This is an optimization exercise on Yosys and OpenROAD, whose aim is small area, a short achievable clock period and few clock cycles, not a production implementation.
The RTL was checked by simulation tests, not by an equivalence proof against the original design.
No activity file was given, so power comes from the tool's default toggle rates.

## kz_flow_policer
module kz_flow_policer (
    input  wire         clk,
    input  wire         rst,
    input  wire         req_valid,
    output wire         req_ready,
    input  wire [2:0]   req_op,
    input  wire [1:0]   req_idx,
    input  wire [15:0]  req_now,
    input  wire [2:0]   req_cost,
    input  wire [2:0]   req_class,
    input  wire         req_yellow,
    input  wire         req_posted,
    input  wire [127:0] req_data,
    output reg          resp_valid,
    output reg  [2:0]   resp_result,
    output reg  [2:0]   resp_class,
    output reg          resp_never,
    output reg          resp_forgiven,
    output reg  [127:0] resp_ctx
);
Settings: LEC_CHECK=0, ABC_AREA=1, CAP_MARGIN=20, CORE_MARGIN=2, CORE_UTILIZATION=40, CTS_BUF_LIST=sky130_fd_sc_hd__clkbuf_8, CTS_CLUSTER_DIAMETER=50, CTS_CLUSTER_SIZE=16, SETUP_SLACK_MARGIN=0.3, SLEW_MARGIN=20, TNS_END_PERCENT=10; clock period 20.0 ns.
standard.sh (not shown) runs the stock make flow with config.mk's settings and CLKGATE_MAP_FILE= SYNTH_SCRIPT=/design/flow/synth_recipe.tcl, a recipe that flattens the netlist after the stock synthesis.
==> flow/flow/run.sh <==
#!/bin/bash
set -euo pipefail
bash standard.sh SETUP_SLACK_MARGIN=13 finish > make_finish.log 2>&1
Testbench counts at the start, summed over its fixed seeds: cycles 16,024.
Next try:
--- a/flow/design.v
+++ b/flow/design.v
@@ -66,43 +66,44 @@
     reg [2:0]   op_a;
     reg [1:0]   idx_a;
     reg [15:0]  now_a;
     reg [2:0]   cost_a;
     reg [2:0]   class_a;
     reg         yellow_a;
     reg         posted_a;
     reg [124:0] data_a;      
     reg [15:0]  last_a;      
+    reg [15:0]  dt_a;        
     wire [15:0] last_n;
     wire [15:0] last_in = (v_a && (idx_a == req_idx)) ? last_n : last_q[req_idx];
     always @(posedge clk) begin
         v_a      <= req_valid && !rst;
         op_a     <= req_op;
         idx_a    <= req_idx;
         now_a    <= req_now;
         cost_a   <= req_cost;
         class_a  <= req_class;
         yellow_a <= req_yellow;
         posted_a <= req_posted;
         data_a   <= req_data[124:0];
         last_a   <= last_in;
+        dt_a     <= req_now - last_in;
     end
     wire [60:0] cfg_a  = cfg_q[idx_a];
     wire [60:0] new_a  = data_a[124:64];
     wire        same_a   = (new_a[60:59] == cfg_a[60:59]);
     wire        fetch_a  = (op_a == OP_FETCH);
     wire        config_a = (op_a == OP_CONFIG);
     wire        read_a   = op_a[2] && (op_a[1:0] != 2'b00);
     wire        take_a   = fetch_a || (config_a && !same_a);
     assign      last_n = fetch_a ? data_a[15:0] :
                          (read_a || (config_a && same_a)) ? last_a : now_a;
     wire [60:0] cfg_n  = take_a ? new_a : cfg_a;
-    wire [15:0] dt_a = now_a - last_a;                
     wire shaper_chg_a = (new_a[52:51] != cfg_a[52:51]) || (new_a[32:22] != cfg_a[32:22]) ||
                         (new_a[50:45] != cfg_a[50:45]);
     wire meter_chg_a  = (new_a[54:53] != cfg_a[54:53]) || (new_a[10:0] != cfg_a[10:0]) ||
                         (new_a[21:11] != cfg_a[21:11]) || (new_a[38:33] != cfg_a[38:33]) ||
                         (new_a[44:39] != cfg_a[44:39]);
     always @(posedge clk) begin
         if (v_a) begin
             last_q[idx_a] <= last_n;
             cfg_q[idx_a]  <= cfg_n;
Effect: Worst setup slack improved by 970 ps. Worst hold slack improves by 33 ps. First-iteration DRC count grows by 7.6%. Count of clock-buffer cells in the layout goes up by 5. Via count came out higher by 0.47%. Design area stays flat. Die area went up by 1.6%. Sequential share of layout area increases by 0.81 points. Synthesized cell count rose by 2.2%. Critical path depth shrinks by 11.
Testbench counts after the change, summed over its fixed seeds: cycles 16,024.

---

Setup of before:
Starting RTL as in the previous note.
Settings: LEC_CHECK=0, ABC_AREA=1, CAP_MARGIN=20, CORE_MARGIN=2, CORE_UTILIZATION=40, CTS_BUF_LIST=sky130_fd_sc_hd__clkbuf_8, CTS_CLUSTER_DIAMETER=50, CTS_CLUSTER_SIZE=16, SETUP_SLACK_MARGIN=0.3, SLEW_MARGIN=20, TNS_END_PERCENT=20; clock period 20.0 ns.
==> flow/flow/run.sh <==
#!/bin/bash
set -euo pipefail
bash standard.sh SETUP_SLACK_MARGIN=12 finish > make_finish.log 2>&1
Testbench counts of before, summed over its fixed seeds: cycles 16,024.
Changes in after relative to before:
-- flow/design.v --
<<< before, line 57
        end
    endfunction
    reg [15:0]        last_q   [0:3];    
    reg [60:0]        cfg_q    [0:3];    
    reg [26:0]        tc_q     [0:3];    
    reg [26:0]        tp_q     [0:3];
    reg signed [27:0] credit_q [0:3];    
    reg [7:0]         qcount_q [0:3];    
    reg         v_a;
    reg [2:0]   op_a;
>>> after, line 57
        end
    endfunction
    reg [15:0]  last_q0, last_q1, last_q2, last_q3;              
    reg [60:0]  cfg_q0, cfg_q1, cfg_q2, cfg_q3;                  
    reg [26:0]  tc_q0, tc_q1, tc_q2, tc_q3;                      
    reg [26:0]  tp_q0, tp_q1, tp_q2, tp_q3;
    reg [27:0]  credit_q0, credit_q1, credit_q2, credit_q3;      
    reg [7:0]   qcount_q0, qcount_q1, qcount_q2, qcount_q3;      
    function [60:0] pick;
        input [1:0]  i;
        input [60:0] e0, e1, e2, e3;
        pick = (i == 2'd0) ? e0 : (i == 2'd1) ? e1 : (i == 2'd2) ? e2 : e3;
    endfunction
    reg         v_a;
    reg [2:0]   op_a;
<<< before, line 73
    reg [124:0] data_a;      
    reg [15:0]  last_a;      
    wire [15:0] last_n;
    wire [15:0] last_in = (v_a && (idx_a == req_idx)) ? last_n : last_q[req_idx];
    always @(posedge clk) begin
        v_a      <= req_valid && !rst;
>>> after, line 78
    reg [124:0] data_a;      
    reg [15:0]  last_a;      
    reg [15:0]  dt_a;        
    wire [15:0] last_n;
    wire [15:0] last_in = (v_a && (idx_a == req_idx)) ? last_n : pick(req_idx, last_q0, last_q1, last_q2, last_q3);
    always @(posedge clk) begin
        v_a      <= req_valid && !rst;
<<< before, line 86
        data_a   <= req_data[124:0];
        last_a   <= last_in;
    end
    wire [60:0] cfg_a  = cfg_q[idx_a];
    wire [60:0] new_a  = data_a[124:64];
    wire        same_a   = (new_a[60:59] == cfg_a[60:59]);
>>> after, line 92
        data_a   <= req_data[124:0];
        last_a   <= last_in;
        dt_a     <= req_now - last_in;
    end
    wire [60:0] cfg_a  = pick(idx_a, cfg_q0, cfg_q1, cfg_q2, cfg_q3);
    wire [60:0] new_a  = data_a[124:64];
    wire        same_a   = (new_a[60:59] == cfg_a[60:59]);
<<< before, line 97
                         (read_a || (config_a && same_a)) ? last_a : now_a;
    wire [60:0] cfg_n  = take_a ? new_a : cfg_a;
    wire [15:0] dt_a = now_a - last_a;                
    wire shaper_chg_a = (new_a[52:51] != cfg_a[52:51]) || (new_a[32:22] != cfg_a[32:22]) ||
                        (new_a[50:45] != cfg_a[50:45]);
>>> after, line 104
                         (read_a || (config_a && same_a)) ? last_a : now_a;
    wire [60:0] cfg_n  = take_a ? new_a : cfg_a;
    wire shaper_chg_a = (new_a[52:51] != cfg_a[52:51]) || (new_a[32:22] != cfg_a[32:22]) ||
                        (new_a[50:45] != cfg_a[50:45]);
<<< before, line 104
                        (new_a[44:39] != cfg_a[44:39]);
    always @(posedge clk) begin
        if (v_a) begin
            last_q[idx_a] <= last_n;
            cfg_q[idx_a]  <= cfg_n;
        end
    end
    reg         v_b;
>>> after, line 110
                        (new_a[44:39] != cfg_a[44:39]);
    always @(posedge clk) begin
        if (v_a && (idx_a == 2'd0)) begin last_q0 <= last_n; cfg_q0 <= cfg_n; end
        if (v_a && (idx_a == 2'd1)) begin last_q1 <= last_n; cfg_q1 <= cfg_n; end
        if (v_a && (idx_a == 2'd2)) begin last_q2 <= last_n; cfg_q2 <= cfg_n; end
        if (v_a && (idx_a == 2'd3)) begin last_q3 <= last_n; cfg_q3 <= cfg_n; end
    end
    reg         v_b;
<<< before, line 153
        last_b       <= last_n;
        cfg_b        <= cfg_n;
        tc_b         <= fwd_b ? tc_n     : tc_q[idx_a];
        tp_b         <= fwd_b ? tp_n     : tp_q[idx_a];
        credit_b     <= fwd_b ? credit_n : credit_q[idx_a];
        qcount_b     <= fwd_b ? qcount_n : qcount_q[idx_a];
    end
    wire [15:0]        last   = last_b;
>>> after, line 159
        last_b       <= last_n;
        cfg_b        <= cfg_n;
        tc_b         <= fwd_b ? tc_n     : pick(idx_a, tc_q0, tc_q1, tc_q2, tc_q3);
        tp_b         <= fwd_b ? tp_n     : pick(idx_a, tp_q0, tp_q1, tp_q2, tp_q3);
        credit_b     <= fwd_b ? credit_n : pick(idx_a, credit_q0, credit_q1, credit_q2, credit_q3);
        qcount_b     <= fwd_b ? qcount_n : pick(idx_a, qcount_q0, qcount_q1, qcount_q2, qcount_q3);
    end
    wire [15:0]        last   = last_b;
<<< before, line 315
    wire [127:0] ctx_bank = {3'b000, cfg, q_bank, cr_bank, tp_bank, tc_bank, last};
    always @(posedge clk) begin
        if (v_b) begin
            tc_q[idx_b]     <= tc_n;
            tp_q[idx_b]     <= tp_n;
            credit_q[idx_b] <= credit_n;
            qcount_q[idx_b] <= qcount_n;
        end
    end
>>> after, line 321
    wire [127:0] ctx_bank = {3'b000, cfg, q_bank, cr_bank, tp_bank, tc_bank, last};
    always @(posedge clk) begin
        if (v_b && (idx_b == 2'd0)) begin
            tc_q0 <= tc_n; tp_q0 <= tp_n; credit_q0 <= credit_n; qcount_q0 <= qcount_n;
        end
        if (v_b && (idx_b == 2'd1)) begin
            tc_q1 <= tc_n; tp_q1 <= tp_n; credit_q1 <= credit_n; qcount_q1 <= qcount_n;
        end
        if (v_b && (idx_b == 2'd2)) begin
            tc_q2 <= tc_n; tp_q2 <= tp_n; credit_q2 <= credit_n; qcount_q2 <= qcount_n;
        end
        if (v_b && (idx_b == 2'd3)) begin
            tc_q3 <= tc_n; tp_q3 <= tp_n; credit_q3 <= credit_n; qcount_q3 <= qcount_n;
        end
    end
Findings:
- after vs. before: data required time at the worst endpoint went up by 80 ps.
- after packs its core looser than before.
- Instance area at placement ends up lower on before.
- The design area reported for after is greater than that of before by about 3%.
- When after is set beside before, its sequential share of power turns out to be 0.8 points smaller.
- Number of buffers other than clock buffers in the final layout (after vs. before) decreases by more than 10%
- Against before, after reports a proportion of cell area spent on the clock network that is higher.
- The actual slew at the worst max-slew pin of after exceeds that of before by 54 ps.
- Going from before to after, power consumption +about 18%, final non-filler cell total +5.5%.
- On die area, the higher figure sits with after, not before.
- [compare] base=before new=after: worst setup slack rose by 260 ps; portion of total power attributed to the clock network shrank by 0.4 points.
- In the tables for after and before, setup slack after placement reads higher with after.
Testbench counts of after, summed over its fixed seeds: cycles 16,024.

[re-timing with driven ports]
Ports are ideal in the flow. The routed layouts listed here were re-timed in OpenROAD. Step 1 sets driving cells, clkbuf_16 on the clock port and buf_2 on the other inputs (assumed; they add their load-dependent delay and slew). Step 2 adds t to the input delays and takes it off the output delays; t is the mean of the earliest and latest rising clock arrival at the registers after step 1. Input paths then give back, and output paths get back, about the clock's delay inside the block. Three values: no drivers, after step 1, after step 2; two values: the first two.
run | t (ns) | slack for setup (ns) | hold WS [ns] | clock arrival spread, ns
the first run of note 1 | 0.985 | 12.154 / 12.154 / 12.154 | 0.291 / 0.291 / 0.291 | 0.094 / 0.095
the second run of note 1 | 0.992 | 13.125 / 13.125 / 12.286 | 0.324 / 0.324 / 0.324 | 0.107 / 0.108
before | 1.027 | 12.093 / 12.093 / 12.093 | 0.304 / 0.304 / 0.304 | 0.091 / 0.091
after | 1.030 | 12.355 / 12.390 / 11.378 | 0.315 / 0.315 / 0.315 | 0.095 / 0.095
After both steps every run listed still meets setup and hold. The setup slack of after, which loses most, moves by +0.035 ns with the drivers and by -0.977 ns with both steps.
